Context: an optimization exercise on an open-source flow, tuned for small area and a short achievable clock period. The choices shown serve that exercise and are no tape-out recipe.
The RTL was checked by simulation tests, not by an equivalence proof against the original design.
No run shown here takes its clock network from TritonCTS; it comes from the design's own scripts or RTL.
No driver is modelled on the clock port, so clock power and skew are understated where the tree is cut down; a real chip needs a root buffer or a tree.

==> flow/design.v, too long to show whole: its modules and the start of the top module <==
// module chk_unit: 3094 lines
// module chk_a21o: 3 lines
// module chk_a222oi: 3 lines
// module chk_inv: 3 lines
// module chk_nand2: 3 lines
// module chk_nand3: 3 lines
// module chk_nor2: 3 lines
// module chk_oai21: 3 lines
// module chk_oai22: 3 lines
// module chk_xnor2: 3 lines
// module chk_xor2: 3 lines
module chk_unit (
    input  wire        clk,
    input  wire        rst,
    input  wire        in_valid,
    input  wire        in_first,
    input  wire        in_last,
    input  wire [2:0]  in_code,
    input  wire [63:0] in_data,
    input  wire [3:0]  in_nbytes,
    input  wire [2:0]  in_tail,
    output wire        out_valid,
    output wire [31:0] out_value
);
  // ...
==> flow/flow/run.sh <==
#!/bin/bash
# Standard synthesis and placement (port buffers of buf_1 cells), then
# flow/cts.tcl: a two-level clock tree, buf_2 output port buffers and
# dfxtp_2 for the flip-flops behind them; then the standard routing and finish.
set -euo pipefail
export BUFFER_PORTS_ARGS="-buffer_cell sky130_fd_sc_hd__buf_1"
bash standard.sh synth > synth.log 2>&1
bash standard.sh place > place.log 2>&1
RES=$PWD/orfs/results/sky130hd/chk_unit/base
RES=$RES CTS_CELL=sky130_fd_sc_hd__clkbuf_8 CTS_NBUF=4 CTS_SUB=2 CTS_SUB_CELL=sky130_fd_sc_hd__clkbuf_16 OUT_BUF_CELL=sky130_fd_sc_hd__buf_2 OUT_FF_CELL=sky130_fd_sc_hd__dfxtp_2 FANOUT_FF_CELL=sky130_fd_sc_hd__dfxtp_4 FANOUT_FF_MIN=12 IN_BUF_CELL=sky130_fd_sc_hd__buf_2 IN_BUF_MIN=3 openroad -no_init -exit flow/cts.tcl > cts.log 2>&1
cp $RES/4_1_cts.odb $RES/4_cts.odb
bash standard.sh > layout.log 2>&1
==> flow/flow/cts.tcl <==
# Clock tree: the clock port drives a few clkbuf_16, each driving one cluster
# of flip-flops (k-means on their placed positions); then legalize.
set res $::env(RES)
set plat $::env(FLOW_HOME)/platforms/sky130hd
read_lef $plat/lef/sky130_fd_sc_hd.tlef
read_lef $plat/lef/sky130_fd_sc_hd_merged.lef
read_liberty $plat/lib/sky130_fd_sc_hd__tt_025C_1v80.lib
read_db $res/3_place.odb
read_sdc $res/3_place.sdc
source $plat/setRC.tcl
set nclu $::env(CTS_NBUF)
set block [ord::get_db_block]
set db [ord::get_db]
set clk [$block findNet clk]
set sinks {}
foreach it [$clk getITerms] { lappend sinks $it }
set n [llength $sinks]
puts "clock sinks: $n, clusters: $nclu"
# balanced k-means on points (xs, ys): returns list of cluster ids
proc kmeans {xs ys nclu} {
  set n [llength $xs]
  set order [lsort -real -indices $xs]
  set cx {}; set cy {}
  for {set k 0} {$k < $nclu} {incr k} {
    set i [lindex $order [expr {int(($k+0.5)*$n/$nclu)}]]
    lappend cx [lindex $xs $i]; lappend cy [lindex $ys $i]
  }
  set cap [expr {int(ceil(double($n)/$nclu))+2}]
  set asg [lrepeat $n 0]
  for {set iter 0} {$iter < 50} {incr iter} {
    set pairs {}
    for {set i 0} {$i < $n} {incr i} {
      for {set k 0} {$k < $nclu} {incr k} {
        set d [expr {abs([lindex $xs $i]-[lindex $cx $k]) + abs([lindex $ys $i]-[lindex $cy $k])}]
        lappend pairs [list $d $i $k]
      }
    }
    set pairs [lsort -real -index 0 $pairs]
    set asg [lrepeat $n -1]; set cnt [lrepeat $nclu 0]
    foreach p $pairs {
      lassign $p d i k
      if {[lindex $asg $i] >= 0} continue
      if {[lindex $cnt $k] >= $cap} continue
      lset asg $i $k; lset cnt $k [expr {[lindex $cnt $k]+1}]
    }
    set sx [lrepeat $nclu 0.0]; set sy [lrepeat $nclu 0.0]
    for {set i 0} {$i < $n} {incr i} {
      set k [lindex $asg $i]
      lset sx $k [expr {[lindex $sx $k]+[lindex $xs $i]}]
      lset sy $k [expr {[lindex $sy $k]+[lindex $ys $i]}]
    }
    for {set k 0} {$k < $nclu} {incr k} {
      if {[lindex $cnt $k] > 0} {
        lset cx $k [expr {[lindex $sx $k]/[lindex $cnt $k]}]
        lset cy $k [expr {[lindex $sy $k]/[lindex $cnt $k]}]
      }
    }
  }
  return [list $asg $cx $cy]
}
set xs {}; set ys {}
foreach it $sinks {
  set b [[$it getInst] getBBox]
  lappend xs [expr {([$b xMin]+[$b xMax])/2.0}]
  lappend ys [expr {([$b yMin]+[$b yMax])/2.0}]
}
lassign [kmeans $xs $ys $nclu] asg cx cy
set master [$db findMaster $::env(CTS_CELL)]
set w [$master getWidth]; set h [$master getHeight]
set nsub [expr {[info exists ::env(CTS_SUB)] ? $::env(CTS_SUB) : 1}]
proc mkbuf {name x y in {mname ""}} {
  global block master w h db
  set m $master
  if {$mname ne ""} { set m [$db findMaster $mname] }
  set w [$m getWidth]; set h [$m getHeight]
  set inst [odb::dbInst_create $block $m $name]
  $inst setLocation [expr {int($x - $w/2)}] [expr {int($y - $h/2)}]
  $inst setPlacementStatus PLACED
  set net [odb::dbNet_create $block "${name}_net"]
  $net setSigType CLOCK
  [$inst findITerm A] connect $in
  [$inst findITerm X] connect $net
  return $net
}
for {set k 0} {$k < $nclu} {incr k} {
  set idx {}
  for {set i 0} {$i < $n} {incr i} { if {[lindex $asg $i] == $k} { lappend idx $i } }
  if {$nsub <= 1} {
    set net [mkbuf "cts_buf_$k" [lindex $cx $k] [lindex $cy $k] $clk]
    foreach i $idx { set it [lindex $sinks $i]; $it disconnect; $it connect $net }
  } else {
    set sx {}; set sy {}
    foreach i $idx { lappend sx [lindex $xs $i]; lappend sy [lindex $ys $i] }
    lassign [kmeans $sx $sy $nsub] sasg scx scy
    # first-level buffer at the middle of its sub-cluster buffers
    set mx 0.0; set my 0.0
    for {set m 0} {$m < $nsub} {incr m} { set mx [expr {$mx+[lindex $scx $m]/$nsub}]; set my [expr {$my+[lindex $scy $m]/$nsub}] }
    set top [mkbuf "cts_buf_$k" $mx $my $clk]
    for {set m 0} {$m < $nsub} {incr m} {
      set net [mkbuf "cts_buf_${k}_$m" [lindex $scx $m] [lindex $scy $m] $top $::env(CTS_SUB_CELL)]
      for {set j 0} {$j < [llength $idx]} {incr j} {
        if {[lindex $sasg $j] == $m} { set it [lindex $sinks [lindex $idx $j]]; $it disconnect; $it connect $net }
      }
    }
  }
}
# optional: other cells for the output port buffers and for the flip-flops
# that drive them
foreach port [get_ports out_*] {
  set net [$block findNet [get_full_name $port]]
  foreach it [$net getITerms] {
    if {![$it isOutputSignal]} continue
    set buf [$it getInst]
    if {[info exists ::env(OUT_BUF_CELL)] && $::env(OUT_BUF_CELL) ne ""} {
      replace_cell [$buf getName] $::env(OUT_BUF_CELL)
    }
    set in [[$buf findITerm A] getNet]
    foreach it2 [$in getITerms] {
      if {![$it2 isOutputSignal]} continue
      set drv [$it2 getInst]
      if {[info exists ::env(OUT_FF_CELL)] && $::env(OUT_FF_CELL) ne ""
          && [string match "sky130_fd_sc_hd__dfxtp_*" [[$drv getMaster] getName]]} {
        replace_cell [$drv getName] $::env(OUT_FF_CELL)
      }
    }
  }
}
# optional: stronger flip-flops where one drives many loads, and stronger
# input port buffers where one drives several loads
if {[info exists ::env(FANOUT_FF_CELL)] && $::env(FANOUT_FF_CELL) ne ""} {
  foreach inst [$block getInsts] {
    if {![string match "sky130_fd_sc_hd__dfxtp_*" [[$inst getMaster] getName]]} continue
    set q [$inst findITerm Q]
    set net [$q getNet]
    if {$net eq "NULL"} continue
    if {[llength [$net getITerms]] - 1 >= $::env(FANOUT_FF_MIN)} { replace_cell [$inst getName] $::env(FANOUT_FF_CELL) }
  }
}
if {[info exists ::env(IN_BUF_CELL)] && $::env(IN_BUF_CELL) ne ""} {
  foreach port [get_ports in_*] {
    set net [$block findNet [get_full_name $port]]
    foreach it [$net getITerms] {
      set buf [$it getInst]
      set out [[$buf findITerm X] getNet]
      if {[llength [$out getITerms]] - 1 >= $::env(IN_BUF_MIN)} { replace_cell [$buf getName] $::env(IN_BUF_CELL) }
    }
  }
}
detailed_placement
check_placement -verbose
set_propagated_clock [all_clocks]
estimate_parasitics -placement
report_clock_skew
set mx 0
foreach p [all_registers -clock_pins] { set v [get_property $p slew_max]; if {$v > $mx} { set mx $v } }
puts "max clock pin slew (placement estimate): $mx"
report_check_types -max_slew -violators
report_checks -path_delay max -digits 3
write_db $res/4_1_cts.odb
write_sdc $res/4_cts.sdc
==> flow/standard.sh <==
#!/bin/bash
# synth_recipe.tcl (not shown) runs the flow's synth.tcl, then flattens the netlist and writes it again
# the make line also repeats each setting of config.mk as NAME=value (left out here)
make -C /OpenROAD-flow-scripts/flow DESIGN_CONFIG=/design/flow/config.mk WORK_HOME=/design/flow/orfs CLKGATE_MAP_FILE= SYNTH_SCRIPT=/design/flow/synth_recipe.tcl "${@:-finish}"
==> flow/config.mk <==
export PLATFORM = sky130hd
export DESIGN_NAME = chk_unit
export DESIGN_NICKNAME = chk_unit
export VERILOG_FILES = /design/flow/design.v
export SDC_FILE = /design/flow/constraint.sdc
export NUM_CORES = 8
export LEC_CHECK = 0
export CAP_MARGIN = 20
export CORE_MARGIN = 4
export CORE_UTILIZATION = 60
export GPL_TIMING_DRIVEN = 0
export SLEW_MARGIN = 20
export SYNTH_HIERARCHICAL = 1
==> flow/constraint.sdc <==
create_clock -name core_clock -period 40.0 [get_ports {clk}]
set_input_delay 8.0000 -clock core_clock [delete_from_list [all_inputs] [get_ports {clk}]]
set_output_delay 8.0000 -clock core_clock [all_outputs]
set_load 0.01 [all_outputs]
==> results.txt, run 1 <==
* Tmin final at 8820 ps
* Met2 routed WL at 25,100 µm
* Vias in the first global route at 13,800
* Sequential share of cell area at 17.5%
* Placed Area at 15,200 µm²
* Commonest cells in the netlist: xor2_1, o22ai_1, dfxtp_1
* GRT Util Overall at 45.5%
* Unique masters post-synth at 30
* Period utilisation layout at roughly 22%
* Final Non-Filler Cells at 2,164
* Top cell type's share of synthesized area at between 40 and 50%
* # rows at 55
* Critical Path Fanout Max at 6
* Post-Synth Simple-Gate Area at about 5.9%
* Die footprint at 25,800 µm²
* TAP cells at 313
* Final net count at 1,933
* Seq/Total Area, Yosys at 18.9%
* Setup crit end kind: flip-flop
* Wire length on met1 at 22,800 µm
* WL met3 at ~9500 µm
* Worst Skew at slightly above 30 ps
* Reg area at 2740 µm²
* Outcome: timing/DRC/antenna clean
* Worst slack at placement at ~30,000 ps
* Layout cells sized above 1 at 7.89%
* Main combinational cell family by area after synthesis: XOR/XNOR gates
* Met3 Usage GRT at 15.8%
==> inputs of run 2 (changes only) <==
--- a/flow/design.v
+++ b/flow/design.v
@@ -24,24 +24,22 @@
     reg [4:0]  pg_r;            
     wire       take_in = in_valid & in_first & ~rst;
     wire       refl_in = (in_code == 3'd2) | (in_code == 3'd3) | (in_code == 3'd5);
-    reg  [2:0] negb, negt;
-    always @(*) begin
-        case (in_nbytes[2:0])
-            3'd0: negb = 3'd0; 3'd1: negb = 3'd7; 3'd2: negb = 3'd6; 3'd3: negb = 3'd5;
-            3'd4: negb = 3'd4; 3'd5: negb = 3'd3; 3'd6: negb = 3'd2; default: negb = 3'd1;
-        endcase
-        case (in_tail)
-            3'd0: negt = 3'd0; 3'd1: negt = 3'd7; 3'd2: negt = 3'd6; 3'd3: negt = 3'd5;
-            3'd4: negt = 3'd4; 3'd5: negt = 3'd3; 3'd6: negt = 3'd2; default: negt = 3'd1;
-        endcase
-    end
-    wire [5:0] p_in = {6{in_last}} & {negb, negt};
-    wire       lastv_in = in_valid & in_last & ~rst;
-    wire [3:0] g2_in;
-    genvar gb;
-    generate for (gb = 0; gb < 4; gb = gb + 1) begin : g_mask
-        assign g2_in[gb] = lastv_in & (in_nbytes[2:0] == gb + 1);
-    end endgenerate
+    wire [5:0] p_in;
+    chk_pdec u_pdec (.last(in_last), .nb(in_nbytes[2:0]), .t(in_tail), .p(p_in));
+    wire [3:0] g2n_in;
+    wire [3:1] g1n_in;
+    wire [7:1] hn_in;
+    wire [3:0] g2_in = {4{in_valid & in_last & ~rst}} &
+                       {in_nbytes[2:0] == 3'd4, in_nbytes[2:0] == 3'd3, in_nbytes[2:0] == 3'd2, in_nbytes[2:0] == 3'd1};
+    assign g2n_in = ~g2_in;
+    assign g1n_in = ~{g2_in[0] | g2_in[1] | g2_in[2], g2_in[0] | g2_in[1], g2_in[0]};
+    assign hn_in = {in_tail == 3'd0,
+                    (in_tail == 3'd7) | (in_tail == 3'd0),
+                    (in_tail[2] & in_tail[1]) | (in_tail == 3'd0),
+                    (in_tail[2] & (in_tail != 3'd4)) | (in_tail == 3'd0),
+                    in_tail[2] | (in_tail == 3'd0),
+                    (in_tail != 3'd1) & (in_tail != 3'd2),
+                    in_tail != 3'd1};
     wire [4:0] pg_in;
     assign pg_in[0] = take_in & ((in_code == 3'd5));
     assign pg_in[1] = take_in & ((in_code == 3'd1) | (in_code == 3'd3) | (in_code == 3'd5));
@@ -55,15 +53,9 @@
         nl_r   <= in_valid & ~rst & ~in_last;
         last_r <= in_valid & ~rst & in_last;
         p_r  <= p_in;
-        g2n   <= ~g2_in;
-        g1n_r <= ~{g2_in[0] | g2_in[1] | g2_in[2], g2_in[0] | g2_in[1], g2_in[0]};
-        hn_r <= {in_tail == 3'd0,
-                 (in_tail == 3'd7) | (in_tail == 3'd0),
-                 (in_tail[2] & in_tail[1]) | (in_tail == 3'd0),
-                 (in_tail[2] & (in_tail != 3'd4)) | (in_tail == 3'd0),
-                 in_tail[2] | (in_tail == 3'd0),
-                 (in_tail != 3'd1) & (in_tail != 3'd2),
-                 in_tail != 3'd1};
+        g2n   <= g2n_in;
+        g1n_r <= g1n_in;
+        hn_r  <= hn_in;
         pg_r <= pg_in;
         if (in_valid & in_first) begin
             code_q <= in_code;
@@ -1776,9 +1768,9 @@
     wire n839;
     chk_xor2 u_n839 (.a(n680), .b(n838), .y(n839));
     wire n840;
-    chk_xor2 u_n840 (.a(n643), .b(n695), .y(n840));
+    chk_xor2 u_n840 (.a(n649), .b(n643), .y(n840));
     wire n841;
-    chk_xor2 u_n841 (.a(n704), .b(n649), .y(n841));
+    chk_xor2 u_n841 (.a(n704), .b(n695), .y(n841));
     wire n842;
     chk_xor2 u_n842 (.a(n839), .b(n840), .y(n842));
     wire n843;
@@ -1800,15 +1792,15 @@
     wire n851;
     chk_xnor2 u_n851 (.a(n844), .b(n850), .y(n851));
     wire n852;
-    chk_xor2 u_n852 (.a(n192), .b(n627), .y(n852));
+    chk_xor2 u_n852 (.a(n192), .b(n620), .y(n852));
     wire n853;
-    chk_xor2 u_n853 (.a(n620), .b(n679), .y(n853));
+    chk_xor2 u_n853 (.a(n627), .b(n679), .y(n853));
     wire n854;
     chk_xor2 u_n854 (.a(n852), .b(n825), .y(n854));
     wire n855;
     chk_xor2 u_n855 (.a(n804), .b(n853), .y(n855));
     wire n856;
-    chk_xor2 u_n856 (.a(n734), .b(n741), .y(n856));
+    chk_xor2 u_n856 (.a(n741), .b(n734), .y(n856));
     wire n857;
     chk_xor2 u_n857 (.a(n854), .b(n855), .y(n857));
     wire n858;
@@ -1820,7 +1812,7 @@
     wire n861;
     chk_xor2 u_n861 (.a(n658), .b(n859), .y(n861));
     wire n862;
-    chk_xor2 u_n862 (.a(n752), .b(n732), .y(n862));
+    chk_xor2 u_n862 (.a(n732), .b(n752), .y(n862));
     wire n863;
     chk_xor2 u_n863 (.a(n860), .b(n861), .y(n863));
     wire n864;
@@ -1828,9 +1820,9 @@
     wire n865;
     chk_xor2 u_n865 (.a(n228), .b(n294), .y(n865));
     wire n866;
-    chk_xor2 u_n866 (.a(n516), .b(n639), .y(n866));
+    chk_xor2 u_n866 (.a(n516), .b(n793), .y(n866));
     wire n867;
-    chk_xor2 u_n867 (.a(n793), .b(n865), .y(n867));
+    chk_xor2 u_n867 (.a(n639), .b(n865), .y(n867));
     wire n868;
     chk_xor2 u_n868 (.a(n654), .b(n682), .y(n868));
     wire n869;
@@ -1846,11 +1838,11 @@
     wire n874;
     chk_xor2 u_n874 (.a(n631), .b(n616), .y(n874));
     wire n875;
-    chk_xor2 u_n875 (.a(n718), .b(n709), .y(n875));
+    chk_xor2 u_n875 (.a(n718), .b(n667), .y(n875));
     wire n876;
-    chk_xor2 u_n876 (.a(n667), .b(n675), .y(n876));
+    chk_xor2 u_n876 (.a(n811), .b(n709), .y(n876));
     wire n877;
-    chk_xor2 u_n877 (.a(n811), .b(n874), .y(n877));
+    chk_xor2 u_n877 (.a(n675), .b(n874), .y(n877));
     wire n878;
     chk_xor2 u_n878 (.a(n771), .b(n875), .y(n878));
     wire n879;
@@ -1860,11 +1852,11 @@
     wire n881;
     chk_xor2 u_n881 (.a(n879), .b(n880), .y(n881));
     wire n882;
-    chk_xor2 u_n882 (.a(n701), .b(n781), .y(n882));
+    chk_xor2 u_n882 (.a(n701), .b(n837), .y(n882));
     wire n883;
-    chk_xor2 u_n883 (.a(n823), .b(n837), .y(n883));
+    chk_xor2 u_n883 (.a(n823), .b(n650), .y(n883));
     wire n884;
-    chk_xor2 u_n884 (.a(n650), .b(n700), .y(n884));
+    chk_xor2 u_n884 (.a(n781), .b(n700), .y(n884));
     wire n885;
     chk_xor2 u_n885 (.a(n800), .b(n882), .y(n885));
     wire n886;
@@ -1876,9 +1868,9 @@
     wire n889;
     chk_xor2 u_n889 (.a(n318), .b(n528), .y(n889));
     wire n890;
-    chk_xor2 u_n890 (.a(n564), .b(n624), .y(n890));
+    chk_xor2 u_n890 (.a(n564), .b(n608), .y(n890));
     wire n891;
-    chk_xor2 u_n891 (.a(n608), .b(n625), .y(n891));
+    chk_xor2 u_n891 (.a(n625), .b(n624), .y(n891));
     wire n892;
     chk_xor2 u_n892 (.a(n889), .b(n705), .y(n892));
     wire n893;
@@ -1892,15 +1884,15 @@
     wire n897;
     chk_xnor2 u_n897 (.a(n895), .b(n896), .y(n897));
     wire n898;
-    chk_xor2 u_n898 (.a(n627), .b(n721), .y(n898));
+    chk_xor2 u_n898 (.a(n721), .b(n666), .y(n898));
     wire n899;
-    chk_xor2 u_n899 (.a(n617), .b(n666), .y(n899));
+    chk_xor2 u_n899 (.a(n627), .b(n617), .y(n899));
     wire n900;
-    chk_xor2 u_n900 (.a(n633), .b(n727), .y(n900));
+    chk_xor2 u_n900 (.a(n698), .b(n772), .y(n900));
     wire n901;
-    chk_xor2 u_n901 (.a(n772), .b(n659), .y(n901));
+    chk_xor2 u_n901 (.a(n659), .b(n727), .y(n901));
     wire n902;
-    chk_xor2 u_n902 (.a(n832), .b(n698), .y(n902));
+    chk_xor2 u_n902 (.a(n832), .b(n633), .y(n902));
     wire n903;
     chk_xor2 u_n903 (.a(n898), .b(n899), .y(n903));
     wire n904;
@@ -1912,17 +1904,17 @@
     wire n907;
     chk_xor2 u_n907 (.a(n905), .b(n906), .y(n907));
     wire n908;
-    chk_xor2 u_n908 (.a(n258), .b(n720), .y(n908));
+    chk_xor2 u_n908 (.a(n258), .b(n631), .y(n908));
     wire n909;
-    chk_xor2 u_n909 (.a(n631), .b(n816), .y(n909));
+    chk_xor2 u_n909 (.a(n816), .b(n720), .y(n909));
     wire n910;
-    chk_xor2 u_n910 (.a(n659), .b(n789), .y(n910));
+    chk_xor2 u_n910 (.a(n659), .b(n687), .y(n910));
     wire n911;
-    chk_xor2 u_n911 (.a(n687), .b(n908), .y(n911));
+    chk_xor2 u_n911 (.a(n789), .b(n908), .y(n911));
     wire n912;
-    chk_xor2 u_n912 (.a(n909), .b(n726), .y(n912));
+    chk_xor2 u_n912 (.a(n909), .b(n708), .y(n912));
     wire n913;
-    chk_xor2 u_n913 (.a(n708), .b(n910), .y(n913));
+    chk_xor2 u_n913 (.a(n726), .b(n910), .y(n913));
     wire n914;
     chk_xor2 u_n914 (.a(n911), .b(n694), .y(n914));
     wire n915;
@@ -1932,11 +1924,11 @@
     wire n917;
     chk_xor2 u_n917 (.a(n342), .b(n384), .y(n917));
     wire n918;
-    chk_xor2 u_n918 (.a(n917), .b(n777), .y(n918));
+    chk_xor2 u_n918 (.a(n917), .b(n698), .y(n918));
     wire n919;
-    chk_xor2 u_n919 (.a(n698), .b(n780), .y(n919));
+    chk_xor2 u_n919 (.a(n777), .b(n804), .y(n919));
     wire n920;
-    chk_xor2 u_n920 (.a(n794), .b(n804), .y(n920));
+    chk_xor2 u_n920 (.a(n794), .b(n780), .y(n920));
     wire n921;
     chk_xor2 u_n921 (.a(n918), .b(n759), .y(n921));
     wire n922;
@@ -1946,11 +1938,11 @@
     wire n924;
     chk_xor2 u_n924 (.a(n504), .b(n729), .y(n924));
     wire n925;
-    chk_xor2 u_n925 (.a(n647), .b(n649), .y(n925));
+    chk_xor2 u_n925 (.a(n649), .b(n636), .y(n925));
     wire n926;
-    chk_xor2 u_n926 (.a(n796), .b(n636), .y(n926));
+    chk_xor2 u_n926 (.a(n679), .b(n647), .y(n926));
     wire n927;
-    chk_xor2 u_n927 (.a(n679), .b(n924), .y(n927));
+    chk_xor2 u_n927 (.a(n796), .b(n924), .y(n927));
     wire n928;
     chk_xor2 u_n928 (.a(n771), .b(n925), .y(n928));
     wire n929;
@@ -1970,17 +1962,17 @@
     wire n936;
     chk_xor2 u_n936 (.a(n934), .b(n935), .y(n936));
     wire n937;
-    chk_xor2 u_n937 (.a(n769), .b(n743), .y(n937));
+    chk_xor2 u_n937 (.a(n743), .b(n769), .y(n937));
     wire n938;
     chk_xnor2 u_n938 (.a(n936), .b(n937), .y(n938));
     wire n939;
     chk_xor2 u_n939 (.a(n619), .b(n653), .y(n939));
     wire n940;
-    chk_xor2 u_n940 (.a(n747), .b(n821), .y(n940));
+    chk_xor2 u_n940 (.a(n696), .b(n821), .y(n940));
     wire n941;
-    chk_xor2 u_n941 (.a(n696), .b(n800), .y(n941));
+    chk_xor2 u_n941 (.a(n747), .b(n800), .y(n941));
     wire n942;
-    chk_xor2 u_n942 (.a(n807), .b(n795), .y(n942));
+    chk_xor2 u_n942 (.a(n795), .b(n807), .y(n942));
     wire n943;
     chk_xor2 u_n943 (.a(n939), .b(n940), .y(n943));
     wire n944;
@@ -1992,9 +1984,9 @@
     wire n947;
     chk_xor2 u_n947 (.a(n468), .b(n534), .y(n947));
     wire n948;
-    chk_xor2 u_n948 (.a(n558), .b(n628), .y(n948));
+    chk_xor2 u_n948 (.a(n558), .b(n603), .y(n948));
     wire n949;
-    chk_xor2 u_n949 (.a(n603), .b(n946), .y(n949));
+    chk_xor2 u_n949 (.a(n628), .b(n946), .y(n949));
     wire n950;
     chk_xor2 u_n950 (.a(n947), .b(n705), .y(n950));
     wire n951;
@@ -2006,9 +1998,9 @@
     wire n954;
     chk_xor2 u_n954 (.a(n952), .b(n953), .y(n954));
     wire n955;
-    chk_xor2 u_n955 (.a(n657), .b(n672), .y(n955));
+    chk_xor2 u_n955 (.a(n657), .b(n709), .y(n955));
     wire n956;
-    chk_xor2 u_n956 (.a(n709), .b(n795), .y(n956));
+    chk_xor2 u_n956 (.a(n672), .b(n795), .y(n956));
     wire n957;
     chk_xor2 u_n957 (.a(n955), .b(n749), .y(n957));
     wire n958;
@@ -2016,11 +2008,11 @@
     wire n959;
     chk_xor2 u_n959 (.a(n957), .b(n958), .y(n959));
     wire n960;
-    chk_xor2 u_n960 (.a(n264), .b(n613), .y(n960));
+    chk_xor2 u_n960 (.a(n264), .b(n646), .y(n960));
     wire n961;
-    chk_xor2 u_n961 (.a(n646), .b(n748), .y(n961));
+    chk_xor2 u_n961 (.a(n613), .b(n833), .y(n961));
     wire n962;
-    chk_xor2 u_n962 (.a(n833), .b(n960), .y(n962));
+    chk_xor2 u_n962 (.a(n748), .b(n960), .y(n962));
     wire n963;
     chk_xor2 u_n963 (.a(n779), .b(n739), .y(n963));
     wire n964;
@@ -2044,11 +2036,11 @@
     wire n973;
     chk_xor2 u_n973 (.a(n965), .b(n972), .y(n973));
     wire n974;
-    chk_xor2 u_n974 (.a(n617), .b(n808), .y(n974));
+    chk_xor2 u_n974 (.a(n617), .b(n748), .y(n974));
     wire n975;
-    chk_xor2 u_n975 (.a(n748), .b(n717), .y(n975));
+    chk_xor2 u_n975 (.a(n808), .b(n828), .y(n975));
     wire n976;
-    chk_xor2 u_n976 (.a(n828), .b(n974), .y(n976));
+    chk_xor2 u_n976 (.a(n717), .b(n974), .y(n976));
     wire n977;
     chk_xor2 u_n977 (.a(n814), .b(n975), .y(n977));
     wire n978;
@@ -2074,21 +2066,21 @@
     wire n988;
     chk_xor2 u_n988 (.a(n270), .b(n653), .y(n988));
     wire n989;
-    chk_xor2 u_n989 (.a(n789), .b(n835), .y(n989));
+    chk_xor2 u_n989 (.a(n835), .b(n789), .y(n989));
     wire n990;
     chk_xor2 u_n990 (.a(n717), .b(n988), .y(n990));
     wire n991;
-    chk_xor2 u_n991 (.a(n989), .b(n734), .y(n991));
+    chk_xor2 u_n991 (.a(n989), .b(n755), .y(n991));
     wire n992;
-    chk_xor2 u_n992 (.a(n755), .b(n990), .y(n992));
+    chk_xor2 u_n992 (.a(n734), .b(n990), .y(n992));
     wire n993;
     chk_xor2 u_n993 (.a(n991), .b(n992), .y(n993));
     wire n994;
     chk_xor2 u_n994 (.a(n390), .b(n608), .y(n994));
     wire n995;
-    chk_xor2 u_n995 (.a(n659), .b(n648), .y(n995));
+    chk_xor2 u_n995 (.a(n648), .b(n667), .y(n995));
     wire n996;
-    chk_xor2 u_n996 (.a(n667), .b(n994), .y(n996));
+    chk_xor2 u_n996 (.a(n659), .b(n994), .y(n996));
     wire n997;
     chk_xor2 u_n997 (.a(n732), .b(n763), .y(n997));
     wire n998;
@@ -2096,13 +2088,13 @@
     wire n999;
     chk_xnor2 u_n999 (.a(n997), .b(n998), .y(n999));
     wire n1000;
-    chk_xor2 u_n1000 (.a(n432), .b(n728), .y(n1000));
+    chk_xor2 u_n1000 (.a(n432), .b(n713), .y(n1000));
     wire n1001;
-    chk_xor2 u_n1001 (.a(n713), .b(n1000), .y(n1001));
+    chk_xor2 u_n1001 (.a(n728), .b(n1000), .y(n1001));
     wire n1002;
     chk_xor2 u_n1002 (.a(n836), .b(n1001), .y(n1002));
     wire n1003;
-    chk_xor2 u_n1003 (.a(n764), .b(n773), .y(n1003));
+    chk_xor2 u_n1003 (.a(n773), .b(n764), .y(n1003));
     wire n1004;
     chk_xnor2 u_n1004 (.a(n1002), .b(n1003), .y(n1004));
     wire n1005;
@@ -2114,9 +2106,9 @@
     wire n1008;
     chk_xor2 u_n1008 (.a(n612), .b(n1005), .y(n1008));
     wire n1009;
-    chk_xor2 u_n1009 (.a(n1006), .b(n652), .y(n1009));
+    chk_xor2 u_n1009 (.a(n1006), .b(n687), .y(n1009));
     wire n1010;
-    chk_xor2 u_n1010 (.a(n687), .b(n1007), .y(n1010));
+    chk_xor2 u_n1010 (.a(n652), .b(n1007), .y(n1010));
     wire n1011;
     chk_xor2 u_n1011 (.a(n1008), .b(n784), .y(n1011));
     wire n1012;
@@ -2128,17 +2120,17 @@
     wire n1015;
     chk_xor2 u_n1015 (.a(n408), .b(n426), .y(n1015));
     wire n1016;
-    chk_xor2 u_n1016 (.a(n522), .b(n728), .y(n1016));
+    chk_xor2 u_n1016 (.a(n522), .b(n605), .y(n1016));
     wire n1017;
-    chk_xor2 u_n1017 (.a(n605), .b(n754), .y(n1017));
+    chk_xor2 u_n1017 (.a(n754), .b(n728), .y(n1017));
     wire n1018;
     chk_xor2 u_n1018 (.a(n1015), .b(n649), .y(n1018));
     wire n1019;
     chk_xor2 u_n1019 (.a(n662), .b(n1016), .y(n1019));
     wire n1020;
-    chk_xor2 u_n1020 (.a(n1017), .b(n779), .y(n1020));
+    chk_xor2 u_n1020 (.a(n1017), .b(n822), .y(n1020));
     wire n1021;
-    chk_xor2 u_n1021 (.a(n822), .b(n1018), .y(n1021));
+    chk_xor2 u_n1021 (.a(n779), .b(n1018), .y(n1021));
     wire n1022;
     chk_xor2 u_n1022 (.a(n1019), .b(n1020), .y(n1022));
     wire n1023;
@@ -2146,11 +2138,11 @@
     wire n1024;
     chk_xor2 u_n1024 (.a(n432), .b(n468), .y(n1024));
     wire n1025;
-    chk_xor2 u_n1025 (.a(n516), .b(n715), .y(n1025));
+    chk_xor2 u_n1025 (.a(n516), .b(n673), .y(n1025));
     wire n1026;
-    chk_xor2 u_n1026 (.a(n605), .b(n673), .y(n1026));
+    chk_xor2 u_n1026 (.a(n605), .b(n619), .y(n1026));
     wire n1027;
-    chk_xor2 u_n1027 (.a(n619), .b(n782), .y(n1027));
+    chk_xor2 u_n1027 (.a(n782), .b(n715), .y(n1027));
     wire n1028;
     chk_xor2 u_n1028 (.a(n1024), .b(n1025), .y(n1028));
     wire n1029;
@@ -2166,9 +2158,9 @@
     wire n1034;
     chk_xor2 u_n1034 (.a(n608), .b(n1033), .y(n1034));
     wire n1035;
-    chk_xor2 u_n1035 (.a(n790), .b(n668), .y(n1035));
+    chk_xor2 u_n1035 (.a(n649), .b(n668), .y(n1035));
     wire n1036;
-    chk_xor2 u_n1036 (.a(n649), .b(n675), .y(n1036));
+    chk_xor2 u_n1036 (.a(n790), .b(n675), .y(n1036));
     wire n1037;
     chk_xor2 u_n1037 (.a(n1034), .b(n1035), .y(n1037));
     wire n1038;
@@ -2178,17 +2170,17 @@
     wire n1040;
     chk_xor2 u_n1040 (.a(n342), .b(n504), .y(n1040));
     wire n1041;
-    chk_xor2 u_n1041 (.a(n664), .b(n632), .y(n1041));
+    chk_xor2 u_n1041 (.a(n632), .b(n664), .y(n1041));
     wire n1042;
     chk_xor2 u_n1042 (.a(n713), .b(n1040), .y(n1042));
     wire n1043;
     chk_xor2 u_n1043 (.a(n654), .b(n1041), .y(n1043));
     wire n1044;
-    chk_xor2 u_n1044 (.a(n1042), .b(n676), .y(n1044));
+    chk_xor2 u_n1044 (.a(n1042), .b(n708), .y(n1044));
     wire n1045;
-    chk_xor2 u_n1045 (.a(n689), .b(n708), .y(n1045));
+    chk_xor2 u_n1045 (.a(n676), .b(n763), .y(n1045));
     wire n1046;
-    chk_xor2 u_n1046 (.a(n763), .b(n1043), .y(n1046));
+    chk_xor2 u_n1046 (.a(n689), .b(n1043), .y(n1046));
     wire n1047;
     chk_xor2 u_n1047 (.a(n1044), .b(n1045), .y(n1047));
     wire n1048;
@@ -2198,7 +2190,7 @@
     wire n1050;
     chk_xor2 u_n1050 (.a(n829), .b(n1049), .y(n1050));
     wire n1051;
-    chk_xor2 u_n1051 (.a(n641), .b(n682), .y(n1051));
+    chk_xor2 u_n1051 (.a(n682), .b(n641), .y(n1051));
     wire n1052;
     chk_xor2 u_n1052 (.a(n1050), .b(n822), .y(n1052));
     wire n1053;
@@ -2210,13 +2202,13 @@
     wire n1056;
     chk_xor2 u_n1056 (.a(n354), .b(n486), .y(n1056));
     wire n1057;
-    chk_xor2 u_n1057 (.a(n613), .b(n715), .y(n1057));
+    chk_xor2 u_n1057 (.a(n715), .b(n613), .y(n1057));
     wire n1058;
     chk_xor2 u_n1058 (.a(n1056), .b(n812), .y(n1058));
     wire n1059;
-    chk_xor2 u_n1059 (.a(n819), .b(n668), .y(n1059));
+    chk_xor2 u_n1059 (.a(n811), .b(n668), .y(n1059));
     wire n1060;
-    chk_xor2 u_n1060 (.a(n811), .b(n1057), .y(n1060));
+    chk_xor2 u_n1060 (.a(n819), .b(n1057), .y(n1060));
     wire n1061;
     chk_xor2 u_n1061 (.a(n776), .b(n1058), .y(n1061));
     wire n1062;
@@ -2228,15 +2220,15 @@
     wire n1065;
     chk_xor2 u_n1065 (.a(n282), .b(n552), .y(n1065));
     wire n1066;
-    chk_xor2 u_n1066 (.a(n603), .b(n754), .y(n1066));
+    chk_xor2 u_n1066 (.a(n603), .b(n834), .y(n1066));
     wire n1067;
-    chk_xor2 u_n1067 (.a(n834), .b(n661), .y(n1067));
+    chk_xor2 u_n1067 (.a(n661), .b(n754), .y(n1067));
     wire n1068;
     chk_xor2 u_n1068 (.a(n1065), .b(n667), .y(n1068));
     wire n1069;
     chk_xor2 u_n1069 (.a(n1066), .b(n1067), .y(n1069));
     wire n1070;
-    chk_xor2 u_n1070 (.a(n671), .b(n828), .y(n1070));
+    chk_xor2 u_n1070 (.a(n828), .b(n671), .y(n1070));
     wire n1071;
     chk_xor2 u_n1071 (.a(n1068), .b(n1069), .y(n1071));
     wire n1072;
@@ -2246,23 +2238,23 @@
     wire n1074;
     chk_xor2 u_n1074 (.a(n210), .b(n276), .y(n1074));
     wire n1075;
-    chk_xor2 u_n1075 (.a(n602), .b(n619), .y(n1075));
+    chk_xor2 u_n1075 (.a(n619), .b(n602), .y(n1075));
     wire n1076;
     chk_xor2 u_n1076 (.a(n1074), .b(n724), .y(n1076));
     wire n1077;
     chk_xor2 u_n1077 (.a(n1075), .b(n794), .y(n1077));
     wire n1078;
-    chk_xor2 u_n1078 (.a(n1076), .b(n742), .y(n1078));
+    chk_xor2 u_n1078 (.a(n1076), .b(n757), .y(n1078));
     wire n1079;
-    chk_xor2 u_n1079 (.a(n757), .b(n1077), .y(n1079));
+    chk_xor2 u_n1079 (.a(n742), .b(n1077), .y(n1079));
     wire n1080;
     chk_xnor2 u_n1080 (.a(n1078), .b(n1079), .y(n1080));
     wire n1081;
-    chk_xor2 u_n1081 (.a(n630), .b(n619), .y(n1081));
+    chk_xor2 u_n1081 (.a(n793), .b(n693), .y(n1081));
     wire n1082;
-    chk_xor2 u_n1082 (.a(n793), .b(n831), .y(n1082));
+    chk_xor2 u_n1082 (.a(n619), .b(n630), .y(n1082));
     wire n1083;
-    chk_xor2 u_n1083 (.a(n693), .b(n709), .y(n1083));
+    chk_xor2 u_n1083 (.a(n831), .b(n709), .y(n1083));
     wire n1084;
     chk_xor2 u_n1084 (.a(n668), .b(n1081), .y(n1084));
     wire n1085;
@@ -2274,13 +2266,13 @@
     wire n1088;
     chk_xor2 u_n1088 (.a(n864), .b(n1087), .y(n1088));
     wire n1089;
-    chk_xor2 u_n1089 (.a(n516), .b(n611), .y(n1089));
+    chk_xor2 u_n1089 (.a(n516), .b(n657), .y(n1089));
     wire n1090;
-    chk_xor2 u_n1090 (.a(n628), .b(n657), .y(n1090));
+    chk_xor2 u_n1090 (.a(n681), .b(n628), .y(n1090));
     wire n1091;
-    chk_xor2 u_n1091 (.a(n681), .b(n815), .y(n1091));
+    chk_xor2 u_n1091 (.a(n611), .b(n678), .y(n1091));
     wire n1092;
-    chk_xor2 u_n1092 (.a(n678), .b(n1089), .y(n1092));
+    chk_xor2 u_n1092 (.a(n815), .b(n1089), .y(n1092));
     wire n1093;
     chk_xor2 u_n1093 (.a(n1090), .b(n807), .y(n1093));
     wire n1094;
@@ -2294,15 +2286,15 @@
     wire n1098;
     chk_xor2 u_n1098 (.a(n306), .b(n462), .y(n1098));
     wire n1099;
-    chk_xor2 u_n1099 (.a(n540), .b(n731), .y(n1099));
+    chk_xor2 u_n1099 (.a(n540), .b(n604), .y(n1099));
     wire n1100;
-    chk_xor2 u_n1100 (.a(n604), .b(n645), .y(n1100));
+    chk_xor2 u_n1100 (.a(n645), .b(n731), .y(n1100));
     wire n1101;
     chk_xor2 u_n1101 (.a(n1097), .b(n1098), .y(n1101));
     wire n1102;
-    chk_xor2 u_n1102 (.a(n672), .b(n797), .y(n1102));
+    chk_xor2 u_n1102 (.a(n648), .b(n672), .y(n1102));
     wire n1103;
-    chk_xor2 u_n1103 (.a(n648), .b(n1099), .y(n1103));
+    chk_xor2 u_n1103 (.a(n797), .b(n1099), .y(n1103));
     wire n1104;
     chk_xor2 u_n1104 (.a(n1100), .b(n1101), .y(n1104));
     wire n1105;
@@ -2330,7 +2322,7 @@
     wire n1116;
     chk_xor2 u_n1116 (.a(n714), .b(n1115), .y(n1116));
     wire n1117;
-    chk_xor2 u_n1117 (.a(n776), .b(n825), .y(n1117));
+    chk_xor2 u_n1117 (.a(n825), .b(n776), .y(n1117));
     wire n1118;
     chk_xor2 u_n1118 (.a(n1116), .b(n783), .y(n1118));
     wire n1119;
@@ -2340,7 +2332,7 @@
     wire n1121;
     chk_xor2 u_n1121 (.a(n270), .b(n624), .y(n1121));
     wire n1122;
-    chk_xor2 u_n1122 (.a(n808), .b(n777), .y(n1122));
+    chk_xor2 u_n1122 (.a(n777), .b(n808), .y(n1122));
     wire n1123;
     chk_xor2 u_n1123 (.a(n1121), .b(n1122), .y(n1123));
     wire n1124;
@@ -2366,9 +2358,9 @@
     wire n1134;
     chk_xor2 u_n1134 (.a(n758), .b(n1133), .y(n1134));
     wire n1135;
-    chk_xor2 u_n1135 (.a(n815), .b(n633), .y(n1135));
+    chk_xor2 u_n1135 (.a(n649), .b(n815), .y(n1135));
     wire n1136;
-    chk_xor2 u_n1136 (.a(n649), .b(n1134), .y(n1136));
+    chk_xor2 u_n1136 (.a(n633), .b(n1134), .y(n1136));
     wire n1137;
     chk_xor2 u_n1137 (.a(n818), .b(n752), .y(n1137));
     wire n1138;
@@ -2390,9 +2382,9 @@
     wire n1146;
     chk_xor2 u_n1146 (.a(n663), .b(n682), .y(n1146));
     wire n1147;
-    chk_xor2 u_n1147 (.a(n707), .b(n739), .y(n1147));
+    chk_xor2 u_n1147 (.a(n707), .b(n813), .y(n1147));
     wire n1148;
-    chk_xor2 u_n1148 (.a(n813), .b(n1146), .y(n1148));
+    chk_xor2 u_n1148 (.a(n739), .b(n1146), .y(n1148));
     wire n1149;
     chk_xor2 u_n1149 (.a(n1147), .b(n1148), .y(n1149));
     wire n1150;
@@ -2400,11 +2392,11 @@
     wire n1151;
     chk_xor2 u_n1151 (.a(n360), .b(n621), .y(n1151));
     wire n1152;
-    chk_xor2 u_n1152 (.a(n829), .b(n634), .y(n1152));
+    chk_xor2 u_n1152 (.a(n634), .b(n829), .y(n1152));
     wire n1153;
-    chk_xor2 u_n1153 (.a(n710), .b(n823), .y(n1153));
+    chk_xor2 u_n1153 (.a(n654), .b(n823), .y(n1153));
     wire n1154;
-    chk_xor2 u_n1154 (.a(n654), .b(n662), .y(n1154));
+    chk_xor2 u_n1154 (.a(n710), .b(n662), .y(n1154));
     wire n1155;
     chk_xor2 u_n1155 (.a(n1151), .b(n1152), .y(n1155));
     wire n1156;
@@ -2430,11 +2422,11 @@
     wire n1166;
     chk_xor2 u_n1166 (.a(n318), .b(n450), .y(n1166));
     wire n1167;
-    chk_xor2 u_n1167 (.a(n613), .b(n632), .y(n1167));
+    chk_xor2 u_n1167 (.a(n632), .b(n609), .y(n1167));
     wire n1168;
-    chk_xor2 u_n1168 (.a(n609), .b(n1166), .y(n1168));
+    chk_xor2 u_n1168 (.a(n613), .b(n1166), .y(n1168));
     wire n1169;
-    chk_xor2 u_n1169 (.a(n802), .b(n649), .y(n1169));
+    chk_xor2 u_n1169 (.a(n649), .b(n802), .y(n1169));
     wire n1170;
     chk_xor2 u_n1170 (.a(n1167), .b(n1168), .y(n1170));
     wire n1171;
@@ -2444,9 +2436,9 @@
     wire n1173;
     chk_xor2 u_n1173 (.a(n864), .b(n1172), .y(n1173));
     wire n1174;
-    chk_xor2 u_n1174 (.a(n390), .b(n640), .y(n1174));
+    chk_xor2 u_n1174 (.a(n390), .b(n797), .y(n1174));
     wire n1175;
-    chk_xor2 u_n1175 (.a(n797), .b(n830), .y(n1175));
+    chk_xor2 u_n1175 (.a(n640), .b(n830), .y(n1175));
     wire n1176;
     chk_xor2 u_n1176 (.a(n1174), .b(n817), .y(n1176));
     wire n1177;
@@ -2456,23 +2448,23 @@
     wire n1179;
     chk_xnor2 u_n1179 (.a(n1177), .b(n1178), .y(n1179));
     wire n1180;
-    chk_xor2 u_n1180 (.a(n610), .b(n642), .y(n1180));
+    chk_xor2 u_n1180 (.a(n699), .b(n610), .y(n1180));
     wire n1181;
-    chk_xor2 u_n1181 (.a(n831), .b(n699), .y(n1181));
+    chk_xor2 u_n1181 (.a(n642), .b(n831), .y(n1181));
     wire n1182;
     chk_xor2 u_n1182 (.a(n832), .b(n1180), .y(n1182));
     wire n1183;
     chk_xor2 u_n1183 (.a(n1181), .b(n1182), .y(n1183));
     wire n1184;
-    chk_xor2 u_n1184 (.a(n803), .b(n810), .y(n1184));
+    chk_xor2 u_n1184 (.a(n810), .b(n803), .y(n1184));
     wire n1185;
     chk_xor2 u_n1185 (.a(n1183), .b(n1184), .y(n1185));
     wire n1186;
     chk_xnor2 u_n1186 (.a(n1014), .b(n1185), .y(n1186));
     wire n1187;
-    chk_xor2 u_n1187 (.a(n504), .b(n615), .y(n1187));
+    chk_xor2 u_n1187 (.a(n504), .b(n673), .y(n1187));
     wire n1188;
-    chk_xor2 u_n1188 (.a(n673), .b(n602), .y(n1188));
+    chk_xor2 u_n1188 (.a(n602), .b(n615), .y(n1188));
     wire n1189;
     chk_xor2 u_n1189 (.a(n684), .b(n1187), .y(n1189));
     wire n1190;
@@ -2486,13 +2478,13 @@
     wire n1194;
     chk_xor2 u_n1194 (.a(n300), .b(n312), .y(n1194));
     wire n1195;
-    chk_xor2 u_n1195 (.a(n614), .b(n834), .y(n1195));
+    chk_xor2 u_n1195 (.a(n834), .b(n614), .y(n1195));
     wire n1196;
-    chk_xor2 u_n1196 (.a(n1194), .b(n705), .y(n1196));
+    chk_xor2 u_n1196 (.a(n1194), .b(n654), .y(n1196));
     wire n1197;
-    chk_xor2 u_n1197 (.a(n654), .b(n778), .y(n1197));
+    chk_xor2 u_n1197 (.a(n796), .b(n778), .y(n1197));
     wire n1198;
-    chk_xor2 u_n1198 (.a(n796), .b(n1195), .y(n1198));
+    chk_xor2 u_n1198 (.a(n705), .b(n1195), .y(n1198));
     wire n1199;
     chk_xor2 u_n1199 (.a(n1196), .b(n1197), .y(n1199));
     wire n1200;
@@ -2502,9 +2494,9 @@
     wire n1202;
     chk_xnor2 u_n1202 (.a(n1014), .b(n1201), .y(n1202));
     wire n1203;
-    chk_xor2 u_n1203 (.a(n564), .b(n655), .y(n1203));
+    chk_xor2 u_n1203 (.a(n564), .b(n698), .y(n1203));
     wire n1204;
-    chk_xor2 u_n1204 (.a(n698), .b(n809), .y(n1204));
+    chk_xor2 u_n1204 (.a(n655), .b(n809), .y(n1204));
     wire n1205;
     chk_xor2 u_n1205 (.a(n830), .b(n774), .y(n1205));
     wire n1206;
@@ -2518,11 +2510,11 @@
     wire n1210;
     chk_xor2 u_n1210 (.a(n684), .b(n750), .y(n1210));
     wire n1211;
-    chk_xor2 u_n1211 (.a(n1209), .b(n656), .y(n1211));
+    chk_xor2 u_n1211 (.a(n1209), .b(n801), .y(n1211));
     wire n1212;
-    chk_xor2 u_n1212 (.a(n801), .b(n1210), .y(n1212));
+    chk_xor2 u_n1212 (.a(n656), .b(n1210), .y(n1212));
     wire n1213;
-    chk_xor2 u_n1213 (.a(n766), .b(n785), .y(n1213));
+    chk_xor2 u_n1213 (.a(n785), .b(n766), .y(n1213));
     wire n1214;
     chk_xor2 u_n1214 (.a(n1211), .b(n1212), .y(n1214));
     wire n1215;
@@ -2530,13 +2522,13 @@
     wire n1216;
     chk_xor2 u_n1216 (.a(n258), .b(n288), .y(n1216));
     wire n1217;
-    chk_xor2 u_n1217 (.a(n735), .b(n618), .y(n1217));
+    chk_xor2 u_n1217 (.a(n728), .b(n618), .y(n1217));
     wire n1218;
-    chk_xor2 u_n1218 (.a(n728), .b(n1216), .y(n1218));
+    chk_xor2 u_n1218 (.a(n735), .b(n1216), .y(n1218));
     wire n1219;
-    chk_xor2 u_n1219 (.a(n626), .b(n787), .y(n1219));
+    chk_xor2 u_n1219 (.a(n626), .b(n824), .y(n1219));
     wire n1220;
-    chk_xor2 u_n1220 (.a(n719), .b(n824), .y(n1220));
+    chk_xor2 u_n1220 (.a(n719), .b(n787), .y(n1220));
     wire n1221;
     chk_xor2 u_n1221 (.a(n1217), .b(n1218), .y(n1221));
     wire n1222;
@@ -2546,9 +2538,9 @@
     wire n1224;
     chk_xnor2 u_n1224 (.a(n1139), .b(n1223), .y(n1224));
     wire n1225;
-    chk_xor2 u_n1225 (.a(n306), .b(n723), .y(n1225));
+    chk_xor2 u_n1225 (.a(n306), .b(n631), .y(n1225));
     wire n1226;
-    chk_xor2 u_n1226 (.a(n631), .b(n684), .y(n1226));
+    chk_xor2 u_n1226 (.a(n723), .b(n684), .y(n1226));
     wire n1227;
     chk_xor2 u_n1227 (.a(n1225), .b(n1226), .y(n1227));
     wire n1228;
@@ -2558,19 +2550,19 @@
     wire n1230;
     chk_xor2 u_n1230 (.a(n864), .b(n1229), .y(n1230));
     wire n1231;
-    chk_xor2 u_n1231 (.a(n462), .b(n608), .y(n1231));
+    chk_xor2 u_n1231 (.a(n462), .b(n745), .y(n1231));
     wire n1232;
-    chk_xor2 u_n1232 (.a(n715), .b(n660), .y(n1232));
+    chk_xor2 u_n1232 (.a(n608), .b(n713), .y(n1232));
     wire n1233;
-    chk_xor2 u_n1233 (.a(n713), .b(n745), .y(n1233));
+    chk_xor2 u_n1233 (.a(n715), .b(n660), .y(n1233));
     wire n1234;
     chk_xor2 u_n1234 (.a(n626), .b(n658), .y(n1234));
     wire n1235;
     chk_xor2 u_n1235 (.a(n1231), .b(n1232), .y(n1235));
     wire n1236;
-    chk_xor2 u_n1236 (.a(n1233), .b(n780), .y(n1236));
+    chk_xor2 u_n1236 (.a(n1233), .b(n737), .y(n1236));
     wire n1237;
-    chk_xor2 u_n1237 (.a(n737), .b(n1234), .y(n1237));
+    chk_xor2 u_n1237 (.a(n780), .b(n1234), .y(n1237));
     wire n1238;
     chk_xor2 u_n1238 (.a(n1235), .b(n1236), .y(n1238));
     wire n1239;
@@ -2588,13 +2580,13 @@
     wire n1245;
     chk_xnor2 u_n1245 (.a(n844), .b(n1244), .y(n1245));
     wire n1246;
-    chk_xor2 u_n1246 (.a(n629), .b(n788), .y(n1246));
+    chk_xor2 u_n1246 (.a(n625), .b(n629), .y(n1246));
     wire n1247;
-    chk_xor2 u_n1247 (.a(n684), .b(n612), .y(n1247));
+    chk_xor2 u_n1247 (.a(n684), .b(n788), .y(n1247));
     wire n1248;
-    chk_xor2 u_n1248 (.a(n625), .b(n819), .y(n1248));
+    chk_xor2 u_n1248 (.a(n612), .b(n682), .y(n1248));
     wire n1249;
-    chk_xor2 u_n1249 (.a(n682), .b(n1246), .y(n1249));
+    chk_xor2 u_n1249 (.a(n819), .b(n1246), .y(n1249));
     wire n1250;
     chk_xor2 u_n1250 (.a(n1247), .b(n836), .y(n1250));
     wire n1251;
@@ -2610,11 +2602,11 @@
     wire n1256;
     chk_xor2 u_n1256 (.a(n678), .b(n824), .y(n1256));
     wire n1257;
-    chk_xor2 u_n1257 (.a(n1255), .b(n820), .y(n1257));
+    chk_xor2 u_n1257 (.a(n1255), .b(n716), .y(n1257));
     wire n1258;
-    chk_xor2 u_n1258 (.a(n716), .b(n1256), .y(n1258));
+    chk_xor2 u_n1258 (.a(n820), .b(n1256), .y(n1258));
     wire n1259;
-    chk_xor2 u_n1259 (.a(n749), .b(n760), .y(n1259));
+    chk_xor2 u_n1259 (.a(n760), .b(n749), .y(n1259));
     wire n1260;
     chk_xor2 u_n1260 (.a(n1257), .b(n1258), .y(n1260));
     wire n1261;
@@ -2626,15 +2618,15 @@
     wire n1264;
     chk_xor2 u_n1264 (.a(n528), .b(n1262), .y(n1264));
     wire n1265;
-    chk_xor2 u_n1265 (.a(n1263), .b(n691), .y(n1265));
+    chk_xor2 u_n1265 (.a(n1263), .b(n772), .y(n1265));
     wire n1266;
-    chk_xor2 u_n1266 (.a(n772), .b(n1264), .y(n1266));
+    chk_xor2 u_n1266 (.a(n691), .b(n1264), .y(n1266));
     wire n1267;
-    chk_xor2 u_n1267 (.a(n820), .b(n725), .y(n1267));
+    chk_xor2 u_n1267 (.a(n725), .b(n820), .y(n1267));
     wire n1268;
     chk_xor2 u_n1268 (.a(n1265), .b(n1266), .y(n1268));
     wire n1269;
-    chk_xor2 u_n1269 (.a(n746), .b(n773), .y(n1269));
+    chk_xor2 u_n1269 (.a(n773), .b(n746), .y(n1269));
     wire n1270;
     chk_xor2 u_n1270 (.a(n1267), .b(n1268), .y(n1270));
     wire n1271;
@@ -2642,23 +2634,23 @@
     wire n1272;
     chk_xor2 u_n1272 (.a(n402), .b(n612), .y(n1272));
     wire n1273;
-    chk_xor2 u_n1273 (.a(n640), .b(n662), .y(n1273));
+    chk_xor2 u_n1273 (.a(n683), .b(n640), .y(n1273));
     wire n1274;
-    chk_xor2 u_n1274 (.a(n683), .b(n1272), .y(n1274));
+    chk_xor2 u_n1274 (.a(n662), .b(n1272), .y(n1274));
     wire n1275;
     chk_xor2 u_n1275 (.a(n799), .b(n1273), .y(n1275));
     wire n1276;
-    chk_xor2 u_n1276 (.a(n1274), .b(n786), .y(n1276));
+    chk_xor2 u_n1276 (.a(n1274), .b(n694), .y(n1276));
     wire n1277;
-    chk_xor2 u_n1277 (.a(n694), .b(n1275), .y(n1277));
+    chk_xor2 u_n1277 (.a(n786), .b(n1275), .y(n1277));
     wire n1278;
     chk_xor2 u_n1278 (.a(n1276), .b(n1277), .y(n1278));
     wire n1279;
     chk_xor2 u_n1279 (.a(n276), .b(n546), .y(n1279));
     wire n1280;
-    chk_xor2 u_n1280 (.a(n558), .b(n697), .y(n1280));
+    chk_xor2 u_n1280 (.a(n558), .b(n745), .y(n1280));
     wire n1281;
-    chk_xor2 u_n1281 (.a(n639), .b(n745), .y(n1281));
+    chk_xor2 u_n1281 (.a(n639), .b(n697), .y(n1281));
     wire n1282;
     chk_xor2 u_n1282 (.a(n1279), .b(n833), .y(n1282));
     wire n1283;
@@ -2666,21 +2658,21 @@
     wire n1284;
     chk_xor2 u_n1284 (.a(n1282), .b(n1283), .y(n1284));
     wire n1285;
-    chk_xor2 u_n1285 (.a(n757), .b(n783), .y(n1285));
+    chk_xor2 u_n1285 (.a(n759), .b(n783), .y(n1285));
     wire n1286;
-    chk_xor2 u_n1286 (.a(n759), .b(n1284), .y(n1286));
+    chk_xor2 u_n1286 (.a(n757), .b(n1284), .y(n1286));
     wire n1287;
     chk_xnor2 u_n1287 (.a(n1285), .b(n1286), .y(n1287));
     wire n1288;
-    chk_xor2 u_n1288 (.a(n711), .b(n631), .y(n1288));
+    chk_xor2 u_n1288 (.a(n631), .b(n711), .y(n1288));
     wire n1289;
-    chk_xor2 u_n1289 (.a(n758), .b(n827), .y(n1289));
+    chk_xor2 u_n1289 (.a(n758), .b(n835), .y(n1289));
     wire n1290;
-    chk_xor2 u_n1290 (.a(n835), .b(n1288), .y(n1290));
+    chk_xor2 u_n1290 (.a(n827), .b(n1288), .y(n1290));
     wire n1291;
-    chk_xor2 u_n1291 (.a(n656), .b(n774), .y(n1291));
+    chk_xor2 u_n1291 (.a(n806), .b(n656), .y(n1291));
     wire n1292;
-    chk_xor2 u_n1292 (.a(n806), .b(n1289), .y(n1292));
+    chk_xor2 u_n1292 (.a(n774), .b(n1289), .y(n1292));
     wire n1293;
     chk_xor2 u_n1293 (.a(n1290), .b(n786), .y(n1293));
     wire n1294;
@@ -3122,3 +3114,17 @@
 module chk_xor2 (input wire a, input wire b, output wire y);
     assign y = a ^ b;
 endmodule
+module chk_pdec (input wire last, input wire [2:0] nb, input wire [2:0] t, output wire [5:0] p);
+    reg [2:0] negb, negt;
+    always @(*) begin
+        case (nb)
+            3'd0: negb = 3'd0; 3'd1: negb = 3'd7; 3'd2: negb = 3'd6; 3'd3: negb = 3'd5;
+            3'd4: negb = 3'd4; 3'd5: negb = 3'd3; 3'd6: negb = 3'd2; default: negb = 3'd1;
+        endcase
+        case (t)
+            3'd0: negt = 3'd0; 3'd1: negt = 3'd7; 3'd2: negt = 3'd6; 3'd3: negt = 3'd5;
+            3'd4: negt = 3'd4; 3'd5: negt = 3'd3; 3'd6: negt = 3'd2; default: negt = 3'd1;
+        endcase
+    end
+    assign p = {6{last}} & {negb, negt};
+endmodule
==> run 2 against run 1 <==
Effect of this change: still clean on timing, DRC and antenna; die area up 0.23%; synthesized area rose by 0.24%; sequential cell count unchanged; via count rose by 0.86%; critical path type is now reg -> out; fmax increased by 0.59%; final cell count is 0.32% higher; first-iteration DRC count decreased by 10%; clock skew down 17 ps; worst setup slack gained 52 ps.
==> results.txt, run 2 <==
* Dominant cell type by area after synthesis: xor2_1 (unchanged)
* Placed Area at 15,300 µm² (was 15,200 µm²)
* Commonest cells in the netlist: xor2_1, o22ai_1, dfxtp_1 (unchanged)
* Starting DRC count in detailed routing at 2,876 (was 3,200)
* Worst path max stage delay at 350 ps (was 270 ps)
* Largest reg by FF count: d_r (unchanged)
* Ports at 112 (unchanged)
* Reg area at 2740 µm² (unchanged)
* Drt drc at 0 (unchanged)
* Pins Over Slew Limit at 0 (unchanged)
* Reg2Reg Depth at 22 (unchanged)
* DP Wirelength at 49,600 µm (was 49,200 µm)
* WL final at 63,500 µm (was 62,500 µm)
* Req. time, crit path at 32,000 ps (was 40,170 ps)
* Pre-Repair DR Iteration Count at 13 (was 9)
* Post-synthesis compound-gate area fraction at 25.5% (was 25.6%)
* Period utilisation layout at 21.9% (was 22.1%)
* Headroom to the max-slew limit at 14.6% (was 11.4%)
* Post-Synth Simple-Gate Area at 6.08% (was 5.88%)
* Arrival @ worst endpoint at 770 ps (was 9000 ps)
* Area of the multi-input gates at 11,200 µm² (about the same)
* Post-synthesis register bit count at 130 (unchanged)
* Main combinational cell family by area after synthesis: XOR/XNOR gates (unchanged)
* Tmin final at 8770 ps (was 8820 ps)
* RSZ-0062 raised after global routing: no (unchanged)
* RD Place Congestion at 1.16 (about the same)
* Most area-consuming cells after synthesis: xor2_1, dfxtp_1, o22ai_1, xnor2_1, a222oi_1 (unchanged)
* Slew at the pin with the worst max-slew slack at 1280 ps (was 1320 ps)
* Worst Hold Depth at 1 (unchanged)
* Max_cap viols at 0 (unchanged)
* Die Wd at 161 µm (about the same)
* Worst path top cell family by delay: flip-flops (was simple AND/OR/NAND/NOR gates)
* Most common cell after layout, fill and taps aside: xor2_1 (unchanged)
* Most numerous cell in the Yosys netlist: xor2_1 (unchanged)
* Worst Skew at 13.6 ps (was 30.8 ps)
* Post-synthesis adder-cell area fraction at 0.178% (was 0.179%)
* PortBufs at 110 (unchanged)
* Synthesis Warnings at 8 (was 7)
* Setup crit end kind: output pin (was flip-flop)
* Final ANT Viol Nets at 0 (unchanged)
* Core area at 22,800 µm² (about the same)
* Post-synthesis mux area share at 0% (unchanged)
* P&R area growth vs syn at 11.9% (was 11.6%)
* Most used flip-flop cell after synthesis: dfxtp_1 (unchanged)
* Starting Density at 61.4% (was 61.5%)
* Die footprint at 25,900 µm² (was 25,800 µm²)
* Startpoint types: flip-flop (was input pin)
* EDFF count, synth at 5 (unchanged)
* Setup CP Type: reg -> out (was in -> reg)
* Vias per cell at 6.99 (was 6.96)
* Vias in the first global route at 13,900 (was 13,800)
* Outcome: timing/DRC/antenna clean (unchanged)
* Grt total ovfl at 0 (unchanged)
* Top cell type's share of synthesized area at 42.4% (about the same)
* Max FFs per register at 64 (unchanged)
* Synth Instances at 1,708 (was 1,705)
* Largest net degree at the start of global routing at 65 (unchanged)
* Final Setup Violations at 0 (unchanged)
* Initial antenna violation count at 0 (was 1)
* Clock latency (worst-skew pair) at 290 ps (was 300 ps)
* Syn Area/Cell at 8.22 µm² (was 8.21 µm²)
* Most frequent cells in the layout: xor2_1, o22ai_1, nand2_1, xnor2_1, dfxtp_1 (unchanged)
* Top flop regs: d_r (64), s_q (32), hn_r (7) (unchanged)
* WP buf/inv at 1 (was 2)
* Chip height at 161 µm (about the same)
* HP Class: reg -> reg (unchanged)
* Vias at 15,200 (was 15,100)
* Fmax at 0.114 GHz (was 0.113 GHz)
* Fill cells at 1,990 (was 1,888)
* Clk slew on worst S/H paths at 80 ps (was 70 ps)
* Unique masters post-synth at 32 (was 30)
* Crit path cell chain: buf_2 (was buf_2 -> or2_4 -> clkinv_2 -> ha_1 -> nand2_1 -> a22oi_1 -> nor2b_1)
* Crit-path slowest cell: dfxtp_2 (was or2_4)
* Post-Synth XOR/XNOR Area at 47.5% (about the same)
* DR WL/cell at 29.3 µm (was 28.9 µm)
* First-pass GRT wire length at 89,300 µm (was 89,000 µm)
* Finished Cell Area at 15,700 µm² (was 15,600 µm²)
* # rows at 55 (unchanged)
* Final net count at 1,939 (was 1,933)
* Hold WS at 642 ps (was 559 ps)
* Seq/Total Area, Yosys at 18.9% (about the same)
* GRT Util Overall at 46.1% (was 45.5%)
* Final core utilization at 68.7% (was 68.6%)
* Critical path depth in cells at 1 (was 7)
* Final hold vios at 0 (unchanged)
* Final TNS setup at 0 ps (unchanged)
* Share of flip-flops with an asynchronous set or reset at 0% (unchanged)
* Layout cells sized above 1 at 8.19% (was 7.89%)
* Critical Path Fanout Max at 2 (was 6)
* Cell Area, Synth at 14,000 µm² (about the same)
-- run 2: cell count changes after synthesis, sizes merged, moves of 2 or more --
cell and change:
nor2 -2, or3 +2, xor2 +2, o21ai +2, and3 +2
-- run 2: cell families (layout without fill, tap and decap cells) --
| logic type | Yosys count | after routing |
|---|---|---|
| xor+xnor | 761 | 761 |
| compound gates | 552 | 552 |
| simple gates | 196 | 196 |
| flops | 130 | 130 |
| buf+inv | 66 | 208 |
| fa+ha+maj | 2 | 2 |
| other cells | 1 | 9 |
-- run 2: modules after synthesis, one instance, submodules excluded --
module | cell area (µm²) | copies in the design | flops+latches | cells inside
chk_unit | 3110 | 1 | 130 | 218
chk_pdec | 77.6 | 1 | 0 | 12
chk_a222oi | 10.0 | 48 | 0 | 1
chk_xnor2 | 8.76 | 81 | 0 | 1
chk_xor2 | 8.76 | 676 | 0 | 1
chk_a21o | 7.51 | 32 | 0 | 1
chk_oai22 | 6.26 | 393 | 0 | 1
chk_nand3 | 5.00 | 13 | 0 | 1
chk_oai21 | 5.00 | 70 | 0 | 1
chk_inv | 3.75 | 32 | 0 | 1
chk_nand2 | 3.75 | 81 | 0 | 1
chk_nor2 | 3.75 | 52 | 0 | 1
-- run 2: final timing paths --
kind              endpoint  slack, ps     from
min reg2reg           ov_q        640   last_r
max reg2reg         s_q[3]      31480  refln_q
max          out_value[30]      31230  s_q[30]
min                   ov_q        640   last_r
-- run 2: area by class of cell --
type	instances	share of cell area, %
multi-input cells	1518	71.6
flip-flops and latches	130	17.4
repair buffers	130	5.23
well taps	313	2.49
plain buffers	13	1.66
inverters	65	1.55
diodes	2	0.0319
-- run 2: layer usage --
layer / share of wire [%] / GRT usage (%) / up-vias
met3: 15 / 18.8 / 369
met1: 36 / 56.1 / 6909
met5: 0.061 / 0 / -
li1: - / - / 6552
met2: 40 / 67.3 / 1349
met4: 8.9 / 29.1 / 2
-- run 2: through the flow --
stage | instances | setup WS (ps)
floorplan | 1714 | 31380
detailed placement | 2157 | 31040
global placement | 2137 | 30150
finish | 2171 | 31230
global route | 2169 | 31210

## re-timing with driven ports
How much do the figures lean on ideal ports? The routed layouts below were timed once more, with nothing changed but the port constraints.
Step 1: set_driving_cell puts a clkbuf_16 on clk and a buf_2 on each other input, an assumption about the parent block.
Step 2, shift: input delay + t, output delay - t, t = (earliest + latest rising clock arrival at the registers) / 2. This alone moves slack from input paths to output paths.
Slacks: ideal ports / drivers / drivers and shift; pairs: ideal ports / drivers.
run | shift t [ns] | slack for setup (ns) | latest minus earliest clock arrival (ns) | worst data-port slew with drivers (ns)
run 1 | 0.390 | 31.177 / 31.110 / 30.869 | 0.031 / 0.031 | 0.05
run 2 | 0.413 | 31.229 / 31.098 / 31.046 | 0.014 / 0.014 | 0.04
After both steps setup and hold are still met in every run listed. For run 1, which loses most, drivers alone change the setup slack by -0.067 ns; drivers and shift together by -0.308 ns.
